Context: an optimization exercise on an open-source flow, tuned for small area. The choices shown serve that exercise and are no tape-out recipe.
In this exercise RTL edits were held to simulation tests only and were not proved equivalent to the original.
Power and IR drop assume default switching activity.

$ cat flow/config.mk
export PLATFORM = sky130hd
export DESIGN_NAME = apg
export DESIGN_NICKNAME = apg
export VERILOG_FILES = /design/flow/design.v
export SDC_FILE = /design/flow/constraint.sdc
export NUM_CORES = 4
export LEC_CHECK = 0
export CAP_MARGIN = 20
export CORE_MARGIN = 2
export CORE_UTILIZATION = 65
export SETUP_SLACK_MARGIN = 0.2
export SLEW_MARGIN = 20
export SYNTH_HIERARCHICAL = 1
export SYNTH_MINIMUM_KEEP_SIZE = 0
$ cat flow/constraint.sdc
create_clock -name core_clock -period 7.5 [get_ports {clk}]
set_input_delay 1.5000 -clock core_clock [delete_from_list [all_inputs] [get_ports {clk}]]
set_output_delay 1.5000 -clock core_clock [all_outputs]
set_load 0.01 [all_outputs]
$ cat flow/design.v
module apg_counter (
    input  wire [23:0] v,       
    input  wire [23:0] vmax,    
    input  wire [2:0]  act,     
    input  wire        clr,     
    input  wire        ld,      
    input  wire [23:0] ldv,     
    input  wire        step,    
    output wire [23:0] v_next,
    output wire        wrap     
);
    wire inc = act == 3'd1;
    wire dec = act == 3'd2;
    wire zro = act == 3'd3;
    wire set = act == 3'd4;
    wire [24:0] c;
    assign c[0] = 1'b1;
    genvar i;
    generate
        for (i = 0; i < 24; i = i + 1) begin : g_id
            assign c[i+1] = c[i] & (v[i] ^ dec);
        end
    endgenerate
    wire [23:0] id = v ^ c[23:0];
    wire [24:0] g;
    assign g[0] = inc;
    generate
        for (i = 0; i < 24; i = i + 1) begin : g_cmp
            assign g[i+1] = (v[i] & ~vmax[i]) | (g[i] & (v[i] | ~vmax[i]));
        end
    endgenerate
    assign wrap = inc ? g[24] : (dec & (g[24] | c[24]));
    wire act_on = step & (inc | dec | zro | set);
    wire s_ld   = ~clr & ld;
    wire s_id   = ~clr & ~ld & step & (inc | dec) & ~wrap;
    wire s_max  = ~clr & ~ld & step & (set | (dec & wrap));
    wire s_hold = ~clr & ~ld & ~act_on;
    assign v_next = ({24{s_ld}} & ldv) | ({24{s_id}} & id) |
                    ({24{s_max}} & vmax) | ({24{s_hold}} & v);
endmodule
module apg (
    input  wire        clk,
    input  wire        rst,         
    input  wire        launch,      
    input  wire        vec,         
    input  wire        ld,          
    input  wire [4:0]  ld_idx,      
    input  wire [23:0] ld_data,     
    input  wire        op_en,       
    input  wire        op_adv,      
    input  wire [7:0]  op_code,     
    output wire [15:0] lanes,       
    output wire [47:0] sa,          
    output wire [15:0] data         
);
    reg [23:0]  x, y, xmax, ymax;
    reg [1:0]   bg;                 
    reg         inv;                
    reg [3:0]   width;              
    reg [15:0]  seed;               
    reg [7:0]   defop;              
    reg [287:0] scr;                
    reg [111:0] map;                
    wire ld_any = ~rst & ~launch & vec & ld;
    wire [31:0] ld_at;
    genvar k, j;
    generate
        for (k = 0; k < 32; k = k + 1) begin : g_dec
            assign ld_at[k] = ld_any & (ld_idx == k);
        end
    endgenerate
    wire [23:0] d0 = ld_data & {24{~rst}};
    wire [23:0] d1 = ld_data | {24{rst}};
    wire [7:0]  op = op_adv ? defop : op_code;
    wire        run = ~rst & ~launch & vec & op_en;
    wire        clr = rst | launch;
    wire [23:0] x_next, y_next;
    wire        x_wrap, y_wrap;
    apg_counter u_xctr (.v(x), .vmax(xmax), .act(op[2:0]), .clr(clr),
                        .ld(ld_at[0]), .ldv(ld_data), .step(run),
                        .v_next(x_next), .wrap(x_wrap));
    apg_counter u_yctr (.v(y), .vmax(ymax), .act(op[5:3]), .clr(clr),
                        .ld(ld_at[1]), .ldv(ld_data), .step(run & (~op[6] | (x_wrap & ~ld_at[0]))),
                        .v_next(y_next), .wrap(y_wrap));
    always @(posedge clk) begin
        x <= x_next;
        y <= y_next;
    end
    always @(posedge clk) begin
        if (rst | ld_at[2]) xmax  <= d1;
        if (rst | ld_at[3]) ymax  <= d1;
        if (rst | ld_at[5]) begin
            bg    <= d0[1:0];
            width <= d1[7:4];
        end
        if (rst | ld_at[6]) seed  <= d0[15:0];
        if (rst | ld_at[7]) defop <= d0[7:0];
    end
    always @(posedge clk) begin
        if (clr)
            inv <= 1'b0;
        else if (ld_at[5])
            inv <= ld_data[2];
        else if (run & op[7])
            inv <= ~inv;
    end
    generate
        for (k = 0; k < 12; k = k + 1) begin : g_scr_reg
            localparam [23:0] RV = (4*k) | ((4*k+1) << 6) | ((4*k+2) << 12) | ((4*k+3) << 18);
            wire we = rst | ld_at[8 + k];
            for (j = 0; j < 24; j = j + 1) begin : g_b
                always @(posedge clk)
                    if (we)
                        scr[24*k + j] <= RV[j] ? d1[j] : d0[j];
            end
        end
        for (k = 0; k < 6; k = k + 1) begin : g_map_reg
            localparam integer W = (k == 5) ? 7 : 21;
            wire we = rst | ld_at[24 + k];
            for (j = 0; j < W; j = j + 1) begin : g_b
                always @(posedge clk)
                    if (we)
                        map[21*k + j] <= (j % 7 == 6) ? d1[j] : d0[j];
            end
        end
    endgenerate
    wire [47:0] addr = {y, x};      
    generate
        for (k = 0; k < 48; k = k + 1) begin : g_scr
            wire [5:0]  e = scr[6*k +: 6];
            wire [11:0] l1;
            wire [2:0]  l2;
            for (j = 0; j < 12; j = j + 1) begin : g_l1
                apg_mux4 u_m (.d(addr[4*j +: 4]), .s(e[1:0]), .y(l1[j]));
            end
            for (j = 0; j < 3; j = j + 1) begin : g_l2
                apg_mux4 u_m (.d(l1[4*j +: 4]), .s(e[3:2]), .y(l2[j]));
            end
            apg_mux4 u_m (.d({1'b0, l2}), .s(e[5:4]), .y(sa[k]));
        end
    endgenerate
    reg        b;
    always @(*) begin
        case (bg)
            2'd0: b = 1'b0;             
            2'd1: b = x[0] ^ y[0];      
            2'd2: b = y[0];             
            default: b = x[0];          
        endcase
    end
    wire [15:0] mask;
    generate
        for (k = 0; k < 16; k = k + 1) begin : g_mask
            assign mask[k] = width >= k;
        end
    endgenerate
    assign data = (seed ^ {16{b ^ inv}}) & mask;
    wire [63:0] src = {data, sa};
    generate
        for (k = 0; k < 16; k = k + 1) begin : g_lane
            wire [6:0]  s = map[7*k +: 7];
            wire [15:0] l1;
            wire [3:0]  l2;
            wire        m;
            for (j = 0; j < 16; j = j + 1) begin : g_l1
                apg_mux4 u_m (.d(src[4*j +: 4]), .s(s[1:0]), .y(l1[j]));
            end
            for (j = 0; j < 4; j = j + 1) begin : g_l2
                apg_mux4 u_m (.d(l1[4*j +: 4]), .s(s[3:2]), .y(l2[j]));
            end
            apg_mux4 u_m (.d(l2), .s(s[5:4]), .y(m));
            assign lanes[k] = s[6] ? (s[5:0] == 6'd1) : m;
        end
    endgenerate
endmodule
module apg_mux4 (
    input  wire [3:0] d,
    input  wire [1:0] s,
    output wire       y
);
    assign y = d[s];
endmodule
$ cat flow/run.sh
#!/bin/bash
# synth_recipe.tcl (not shown) runs the flow's synth.tcl, then flattens the netlist and writes it again
# the make line also repeats each setting of config.mk as NAME=value (left out here)
make -C /OpenROAD-flow-scripts/flow DESIGN_CONFIG=/design/flow/config.mk WORK_HOME=/design/flow/orfs CLKGATE_MAP_FILE= SYNTH_SCRIPT=/design/flow/synth_recipe.tcl finish
==> results.py <==
metrics = {
    "timing": {
        "worstMarginPinSlew_ns": 1.31,
        "fmax_ghz": 0.135,
        "final_max_slew_viol_count": 0,
        "rsz0062_at_grt": "yes",
        "slew_headroom_pct": 12.6,
        "setup_viol": 0,
        "tns_ns": 0,
        "period_needed_ns": 7.39,
        "holdWs_ns": 0.546,
        "fin_ws_ns": 0.114,
        "hold_viol": 0,
        "finClkSkew_ns": 0.0146,
        "period_share_pct": 98.5,
    },
    "clock_tree": {
        "cts_tree": "built",
        "clockBufferDepth": 3,
        "cts.sinks": 527,
        "root_buffer": "clkbuf_16",
        "ctsHoldBuffers": 0,
        "cts_made_buffers": 61,
        "clk-insertion-delay-late_ns": 0.68,
        "cts.reportedPaths.clkPinSlew_ns": 0.07,
        "cts_max_level": 2,
    },
    "worst_hold_path": {
        "hold_path.class": "register to register",
        "hold_depth": 1,
    },
    "setup_path": {
        "arrival_ns": 5.89,
        "crit_path_start_kind": "register",
        "critical_path_required_ns": 6.00,
        "worstSetupEndpoint": "lanes[10]",
        "crit_path_end_kind": "output pin",
        "worst_path_dominant_cell_family": "multiplexers",
        "path_common_cell": "mux4_2",
        "worstPathCellList": "buf_4, mux4_2, mux4_2, mux4_2, mux4_2, mux4_2, mux4_2, inv_1, o21ai_0, clkdlybuf4s50_1",
        "max_stage_delay_ns": 0.73,
        "cp.depth": 10,
        "worst_path_max_delay_cell": "mux4_2",
        "ff2ff_setup_slack_ns": 2.35,
        "r2r-end": "y[20]$_DFF_P_",
        "critPathKind": "register to output pin",
        "worst-r2r-cell-count": 18,
        "worstSetupStartpoint": "x[18]$_DFF_P_",
        "worstPathMaxFanout": 51,
        "worst-path-buf-inv": 3,
        "r2r-start": "x[21]$_DFF_P_",
    },
    "finish": {
        "fillCellCount": 3961,
        "ff_latch_area_um2": 15400,
        "layout-area-overhead-vs-synth_pct": 16.7,
        "fin_area_um2": 53500,
        "multi_input_area_um2": 30200,
        "nNetsFinal": 2989,
        "layout.cells.non_filler": 3960,
        "post-route-util_pct": 76.6,
        "layout-drive-gt1-share_pct": 54.2,
    },
    "logic_synthesis": {
        "yosysWarnings": 7,
        "netlist_area_um2": 45900,
        "syn_inst": 2487,
        "syn_avg_cell_area_um2": 18.4,
    },
    "placed_design": {
        "dp_cells": 3654,
        "pre_cts_slack_ns": 0.641,
        "hpwl_mm": 107,
        "routabilityCongestion": 0.988,
        "io_buffers": 123,
        "dpl_cell_area_um2": 49500,
    },
    "routing": {
        "drc": 0,
        "routed_wirelength_mm": 193,
        "via_per_inst": 9.74,
        "wire_per_inst_um": 48.8,
        "drt_pass1_iterations": 12,
        "drt_iter0_drc": 8517,
        "ant_nets": 0,
        "vias": 38600,
    },
    "power": {
        "internal_power_mw": 6.04,
        "p_leak_nw": 17.8,
        "p_switching_mw": 2.56,
        "power_mw": 8.61,
        "clkPwrFrac_pct": 36.1,
        "pwr-share-comb_pct": 18.9,
        "seqPwrFrac_pct": 45.0,
        "power_density_nw_per_um2": 161,
        "worst_ir_drop_vdd_mv": 0.205,
        "power.share.switching_pct": 29.8,
    },
    "die": {
        "initial_utilization_pct": 65.6,
        "coreArea_um2": 69900,
        "std_cell_rows": 97,
        "die-width_um": 270,
        "ios": 124,
        "die_h_um": 270,
        "die_area_um2": 72700,
    },
    "grt": {
        "grt_pass1_wl_mm": 273,
        "overflow": 0,
        "antenna_found_initial": 16,
        "grt_usage_pct": 53.2,
        "grt_max_degree": 74,
        "grt_pass1_vias": 37800,
    },
    "status": {
        "status": "complete, no violations",
    },
    "flow_run": {
        "drv_cap": 0,
    },
}
## layout by cell type, fill, tap and decap left out, types with 28 or more instances in the layout
master,n
conb_1,48
nor2_1,46
clkbuf_16,62
mux4_2,1104
edfxtp_1,478
xor2_1,29
nor4_1,28
nor2b_1,49
xnor2_1,62
dfxtp_2,39
nand2_1,28
clkdlybuf4s50_1,122
inv_1,101
a222oi_1,42
buf_4,220
a221o_1,40
buf_12,68
a21oi_1,32
## worst min-delay path by stage
stage                                  start            end  slack, ns
after floorplan            xmax[2]$_DFFE_PP_   x[2]$_DFF_P_       0.50
after global routing       xmax[2]$_DFFE_PP_   x[2]$_DFF_P_       0.57
after global placement    ymax[22]$_DFFE_PP_  y[22]$_DFF_P_       0.52
after CTS                  xmax[9]$_DFFE_PP_   x[9]$_DFF_P_       0.54
final                      xmax[9]$_DFFE_PP_   x[9]$_DFF_P_       0.55
after detailed placement   xmax[9]$_DFFE_PP_   x[9]$_DFF_P_       0.54
## registers in the layout (all words and copies together) (netlist names)
register,flops
xmax,24
ymax,24
y,24
width,4
inv,1
bg,2
seed,16
map,112
x,24
scr,288
defop,8
## layout make-up
class / instances / share of cell area [%]
multi-input combinational: 1839 / 56.4
sequential: 527 / 28.8
timing repair buffer: 415 / 8.03
clock buffer: 73 / 3.00
tap: 940 / 2.20
clock inverter: 43 / 0.765
inverter: 101 / 0.708
antenna: 22 / 0.103
## per-layer routing
layer  track usage (%)  wire, um  share of wire, %  up-vias
li1                  -         -                 -    12900
met1              65.4     52900                27    18600
met2              72.9     80100                41     5472
met3              26.1     40100                21     1596
met4              39.3     19800                10       23
met5              2.30       424              0.22        -
## repair_timing
action	CTS	global route
resized for setup	3	6
setup endpoints to repair	5	10
pin swaps	0	1
buffers inserted	37	128
## power by group through the flow
stage	Clock, mW	Sequential [mW]	Combinational [mW]
2_1_floorplan	0	3.88	0.890
3_3_place_gp	0	3.96	1.32
3_5_place_dp	0	4.00	1.35
4_1_cts	3.08	3.93	1.39
5_1_grt	3.19	3.92	1.63
6_report	3.11	3.87	1.63

static timing again, ports no longer ideal:
Ports are ideal in the flow. The routed layout listed here was re-timed in OpenROAD.
Step 1 sets driving cells, clkbuf_16 on the clock port and buf_2 on the other inputs (assumed; they add their load-dependent delay and slew).
Step 2, shift: input delay + t, output delay - t, t = (earliest + latest rising clock arrival at the registers) / 2. This alone moves slack from input paths to output paths.
Slacks: ideal ports / drivers / drivers and shift; pairs: ideal ports / drivers.
t, ns: 0.748
setup slack, ns: 0.114 / 0.046 / 0.490
hold WS [ns]: 0.546 / 0.546 / 0.546
worst setup path at the end: input to register
worst register clock-pin slew, ns: 0.07 / 0.07
After both steps this run still meets setup and hold. The setup slack of this run moves by -0.068 ns with the drivers and by +0.376 ns with both steps.
